This design comes from an exercise in tuning for small area, a short achievable clock period and few clock cycles per item on the open sky130 flow, not from production work.
Only simulation tests tie the RTL to the original design; equivalence was not proved.

==> flow/design.v (excerpt) <==
module sha256_compress (
    input  wire         clk,
    input  wire         rst,         
    input  wire         in_valid,
    output wire         in_ready,
    input  wire [255:0] in_state,
    input  wire [511:0] in_block,
    output wire         out_valid,
    input  wire         out_ready,
    output wire [255:0] out_state
);
Size: roughly 1000 I/O pins, about 0.051 mm2 of cells after synthesis.
clock: 8.0 ns
lec_check: 0
abc_area: 1
cap_margin: 20
core_margin: 2
core_utilization: 40
place_density: 0.6
setup_slack_margin: 4.5
slew_margin: 20
standard.sh (not shown) runs the stock make flow with config.mk's settings and CLKGATE_MAP_FILE= SYNTH_SCRIPT=/design/flow/synth_recipe.tcl, a recipe that flattens the netlist after the stock synthesis.
==> flow/flow/run.sh <==
#!/bin/bash
# Layout flow: the standard flow (standard synthesis unchanged), with
#  - the port buffers made as sky130_fd_sc_hd__buf_1 instead of the default
#    delay buffer,
#  - the clock tree built from sky130_fd_sc_hd__clkbuf_8 without dummy loads.
# Every ORFS step still writes its own log under orfs/logs/; make's own
# output goes to flow_make.log here.
set -euo pipefail
export BUFFER_PORTS_ARGS="-buffer_cell sky130_fd_sc_hd__buf_1"
export CTS_ARGS="-sink_clustering_enable -repair_clock_nets -buf_list sky130_fd_sc_hd__clkbuf_8 -dont_use_dummy_load"
bash standard.sh > flow_make.log 2>&1 || { tail -50 flow_make.log; exit 1; }
tail -5 flow_make.log
Testbench counts at the start, summed over its fixed seeds: cycles 34,824, blocks 512.
Change:
--- a/flow/config.mk
+++ b/flow/config.mk
@@ -11,4 +11,4 @@
 export CORE_UTILIZATION = 40
 export PLACE_DENSITY = 0.6
-export SETUP_SLACK_MARGIN = 4.5
+export SETUP_SLACK_MARGIN = 4.0
 export SLEW_MARGIN = 20
=> Clock skew grows by 0.032 ns; cell count drops slightly; die area does not change; register-to-register slack improved by 0.09 ns; first-iteration DRC count fell by a few percent; synthesized area stays the same; wire length came out lower by a little under a tenth; setup slack is better by 0.090 ns; via count went down by a few percent; synthesized cell count is unchanged.


## wip/ember
Another version of the RTL of sha256_compress (not shown whole).
Size: ~6400 cells after synthesis, ~880 flip-flops, about 1000 I/O pins.
## sha256_compress
module sha256_compress (
    input  wire         clk,
    input  wire         rst,         
    input  wire         in_valid,
    output wire         in_ready,
    input  wire [255:0] in_state,
    input  wire [511:0] in_block,
    output wire         out_valid,
    input  wire         out_ready,
    output wire [255:0] out_state
);
    reg         run;                 
    reg         outv;                
    reg  [6:0]  kidx;                
    reg  [31:0] a, b, c, d, e, f, g, p;
    reg  [31:0] win [0:15];          
    reg         rnd;                 
    reg         fin;                 
    reg         rot1, rot2, rot3;    
    reg         wport_sel;           
    reg         nok;                 
    wire        en   = run | ~outv | out_ready;
    assign in_ready  = rot3;
    assign out_valid = outv;
    assign out_state = {d, a, b, c, p, e, f, g};
    wire [31:0] H0 = in_state[255:224], H1 = in_state[223:192],
                H2 = in_state[191:160], H3 = in_state[159:128],
                H4 = in_state[127:96],  H5 = in_state[95:64],
                H6 = in_state[63:32],   H7 = in_state[31:0];
    reg  [6:0]  kidx_nxt;
    reg  [31:0] k, k_nxt;
    always @(*) begin
        case (kidx_nxt)
            7'd0: k_nxt = 32'h428a2f98;
            7'd1: k_nxt = 32'h71374491;
            7'd2: k_nxt = 32'hb5c0fbcf;
            7'd3: k_nxt = 32'he9b5dba5;
            7'd4: k_nxt = 32'h3956c25b;
            7'd5: k_nxt = 32'h59f111f1;
            7'd6: k_nxt = 32'h923f82a4;
            7'd7: k_nxt = 32'hab1c5ed5;
            7'd8: k_nxt = 32'hd807aa98;
            7'd9: k_nxt = 32'h12835b01;
            7'd10: k_nxt = 32'h243185be;
            7'd11: k_nxt = 32'h550c7dc3;
            7'd12: k_nxt = 32'h72be5d74;
            7'd13: k_nxt = 32'h80deb1fe;
            7'd14: k_nxt = 32'h9bdc06a7;
            7'd15: k_nxt = 32'hc19bf174;
            7'd16: k_nxt = 32'he49b69c1;
  ...
clock: 8.0 ns
lec_check: 0
abc_area: 1
cap_margin: 20
core_margin: 2
core_utilization: 40
place_density: 0.6
setup_slack_margin: 4.0
slew_margin: 20
Scripts as last shown in full above: flow/flow/run.sh
wip/ember finished end to end and its layout was clean on timing, DRC and antenna.
Testbench counts of wip/ember, summed over its fixed seeds: cycles 34,824, blocks 512.
[inputs] wip/umber vs wip/ember
- TNS_END_PERCENT now 5, previously not set
- SETUP_SLACK_MARGIN now 4.2, was 4.0
==> run summary <==
| logic depth of the worst path, buffers included | lower: wip/umber |. Looking at global-route met2 utilization, wip/umber sits below wip/ember. Diff wip/ember -> wip/umber: largest net degree at the start of global routing went down about 16%; fraction of the core area covered by cells at the end of the flow has remained practically unchanged; detailed router's first-iteration violation count increased by 9.9% relative to the old numbers; first-pass detailed-route iteration total up 1; non-clock buffer count picked up an extra 10. Final area delta (wip/umber -> wip/ember): insignificant.
### wip/umber -> wip/fjord
- SETUP_SLACK_MARGIN changed from 4.2 to 4.0
- TNS_END_PERCENT changed from 5 to 10
Notes after the runs:
wip/fjord vs. wip/umber: worst stage delay on the critical path lower; clock skew essentially unchanged; final sequential cell count saw little to no change.
diff inputs: wip/fjord => wip/lagoon
- TNS_END_PERCENT no longer set, was 10
==> flow/flow/run.sh <==
#!/bin/bash
# Layout flow: the standard flow (standard synthesis unchanged), with
#  - the port buffers made as sky130_fd_sc_hd__buf_1 instead of the default
#    delay buffer,
#  - the clock tree built from sky130_fd_sc_hd__clkbuf_4 without dummy loads.
# Every ORFS step still writes its own log under orfs/logs/; make's own
# output goes to flow_make.log here.
set -euo pipefail
export BUFFER_PORTS_ARGS="-buffer_cell sky130_fd_sc_hd__buf_1"
export CTS_ARGS="-sink_clustering_enable -repair_clock_nets -buf_list sky130_fd_sc_hd__clkbuf_4 -dont_use_dummy_load"
bash standard.sh > flow_make.log 2>&1 || { tail -50 flow_make.log; exit 1; }
tail -5 flow_make.log
[summary]
Having completed the whole flow, wip/lagoon delivered a layout that passed the timing, design-rule and antenna checks. wip/lagoon reports its start point of the critical path as a[6] while wip/fjord reports rot1. wip/lagoon vs wip/fjord on met2 layer usage reported by global route: wip/lagoon is the higher one. Relative max-transition margin, wip/lagoon and wip/fjord: lower on wip/lagoon. Lower total of cells resized after clock tree synthesis among wip/lagoon and wip/fjord: wip/fjord. Comparing wip/lagoon and wip/fjord, the higher worst setup slack was measured on wip/lagoon. Total via count in the routed design delta for wip/lagoon relative to wip/fjord: 619 higher. wip/lagoon does better than wip/fjord on clock period minus worst slack. Diff wip/fjord -> wip/lagoon: post-synthesis to final-layout area growth grew by 1.3 points. wip/lagoon ended up with a higher number of cells on the worst reg-to-reg path than wip/fjord did.


== build 43 ==
Another version of the RTL of sha256_compress (not shown whole).
Size: ~6,700 cells after synthesis, ~1,000 I/O pins, about 51,000 um^2 of cells after synthesis.
// sha256_compress
module sha256_compress (
    input  wire         clk,
    input  wire         rst,         
    input  wire         in_valid,
    output wire         in_ready,
    input  wire [255:0] in_state,
    input  wire [511:0] in_block,
    output wire         out_valid,
    input  wire         out_ready,
    output wire [255:0] out_state
);
==> flow/config.mk <==
export PLATFORM = sky130hd
export DESIGN_NAME = sha256_compress
export DESIGN_NICKNAME = sha256_compress
export VERILOG_FILES = /design/flow/design.v
export SDC_FILE = /design/flow/constraint.sdc
export NUM_CORES = 4
export LEC_CHECK = 0
export ABC_AREA = 1
export CAP_MARGIN = 20
export CORE_MARGIN = 2
export CORE_UTILIZATION = 40
export PLACE_DENSITY = 0.6
export SLEW_MARGIN = 20
==> flow/constraint.sdc <==
create_clock -name core_clock -period 8.0 [get_ports {clk}]
set_input_delay 1.6000 -clock core_clock [delete_from_list [all_inputs] [get_ports {clk}]]
set_output_delay 1.6000 -clock core_clock [all_outputs]
set_load 0.01 [all_outputs]
==> flow/flow/run.sh <==
#!/bin/bash
# Layout flow: the standard flow (standard synthesis unchanged), with
# the port buffers made as sky130_fd_sc_hd__buf_1 instead of the default
# delay buffer. Every ORFS step still writes its own log under orfs/logs/;
# make's own output goes to flow_make.log here.
set -euo pipefail
export BUFFER_PORTS_ARGS="-buffer_cell sky130_fd_sc_hd__buf_1"
bash standard.sh > flow_make.log 2>&1 || { tail -50 flow_make.log; exit 1; }
tail -5 flow_make.log
Build 43 was carried through to the last stage, and its layout satisfied the timing, design-rule and antenna checks.
Testbench counts of build 43, summed over its fixed seeds: cycles 34,824, blocks 512.
diff inputs: build 43 => build 1
-- flow/config.mk --
<<< build 43, line 11
export CORE_UTILIZATION = 40
export PLACE_DENSITY = 0.6
export SLEW_MARGIN = 20
>>> build 1, line 11
export CORE_UTILIZATION = 40
export PLACE_DENSITY = 0.6
export SETUP_SLACK_MARGIN = 3.5
export SLEW_MARGIN = 20
Findings:
- Lower post-layout instance area was reported by build 43, not build 1.
- No stage failed in build 1, and the final checks on the layout all came back clean.
- Via count up 1.3% in build 1 wrt build 43
- When build 1 is measured against build 43, its length of routed wiring on met1 turns out 1.8 mm lower.
- Reported for build 43 and build 1, overall die height turned out identical to the last digit.
The inputs of build 91 differ from those of build 1 as listed below.
==> flow/run.sh (new file) <==
#!/bin/bash
# synth_recipe.tcl (not shown) runs the flow's synth.tcl, then flattens the netlist and writes it again
# the make line also repeats each setting of config.mk as NAME=value (left out here)
make -C /OpenROAD-flow-scripts/flow DESIGN_CONFIG=/design/flow/config.mk WORK_HOME=/design/flow/orfs CLKGATE_MAP_FILE= SYNTH_SCRIPT=/design/flow/synth_recipe.tcl finish
removed: flow/flow/run.sh
removed: flow/standard.sh
### Flow results
[compare] base=build 1 new=build 91: design area increased about 10%.

==> static timing again, ports no longer ideal <==
How much do the figures lean on ideal ports? The routed layouts below were timed once more, with nothing changed but the port constraints. Step 1 sets driving cells, clkbuf_16 on the clock port and buf_2 on the other inputs (assumed; they add their load-dependent delay and slew). Step 2, shift: input delay + t, output delay - t, t = (earliest + latest rising clock arrival at the registers) / 2. This alone moves slack from input paths to output paths. a / b / c = ideal ports / drivers / drivers and shift; a / b = the first two.
| run | shift t [ns] | setup WS [ns] | worst setup path at the end | worst slew at a driven data input, ns | pins driven straight from the clock port |
|---|---|---|---|---|---|
| the first run of note 1 | 0.941 | 3.845 / 3.845 / 3.410 | input to register | 0.27 | 1 |
| the second run of note 1 | 0.924 | 3.935 / 3.935 / 3.147 | input to register | 0.36 | 1 |
| wip/ember | 0.926 | 3.908 / 3.908 / 3.068 | input to register | 0.30 | 1 |
| wip/umber | 0.913 | 3.770 / 3.770 / 3.039 | input to register | 0.36 | 1 |
| wip/fjord | 0.905 | 3.800 / 3.800 / 2.949 | input to register | 0.35 | 1 |
| wip/lagoon | 1.273 | 3.831 / 3.831 / 3.046 | input to register | 0.29 | 1 |
| build 43 | 0.808 | 2.380 / 2.380 / 2.380 | register to register | 0.29 | 1 |
| build 1 | 0.790 | 3.367 / 3.367 / 2.713 | input to register | 0.29 | 1 |
| build 91 | 0.810 | 3.452 / 3.405 / 2.595 | input to register | 0.34 | 1 |
After both steps every run listed still meets setup and hold. The setup slack of build 91, which loses most, moves by -0.047 ns with the drivers and by -0.857 ns with both steps.
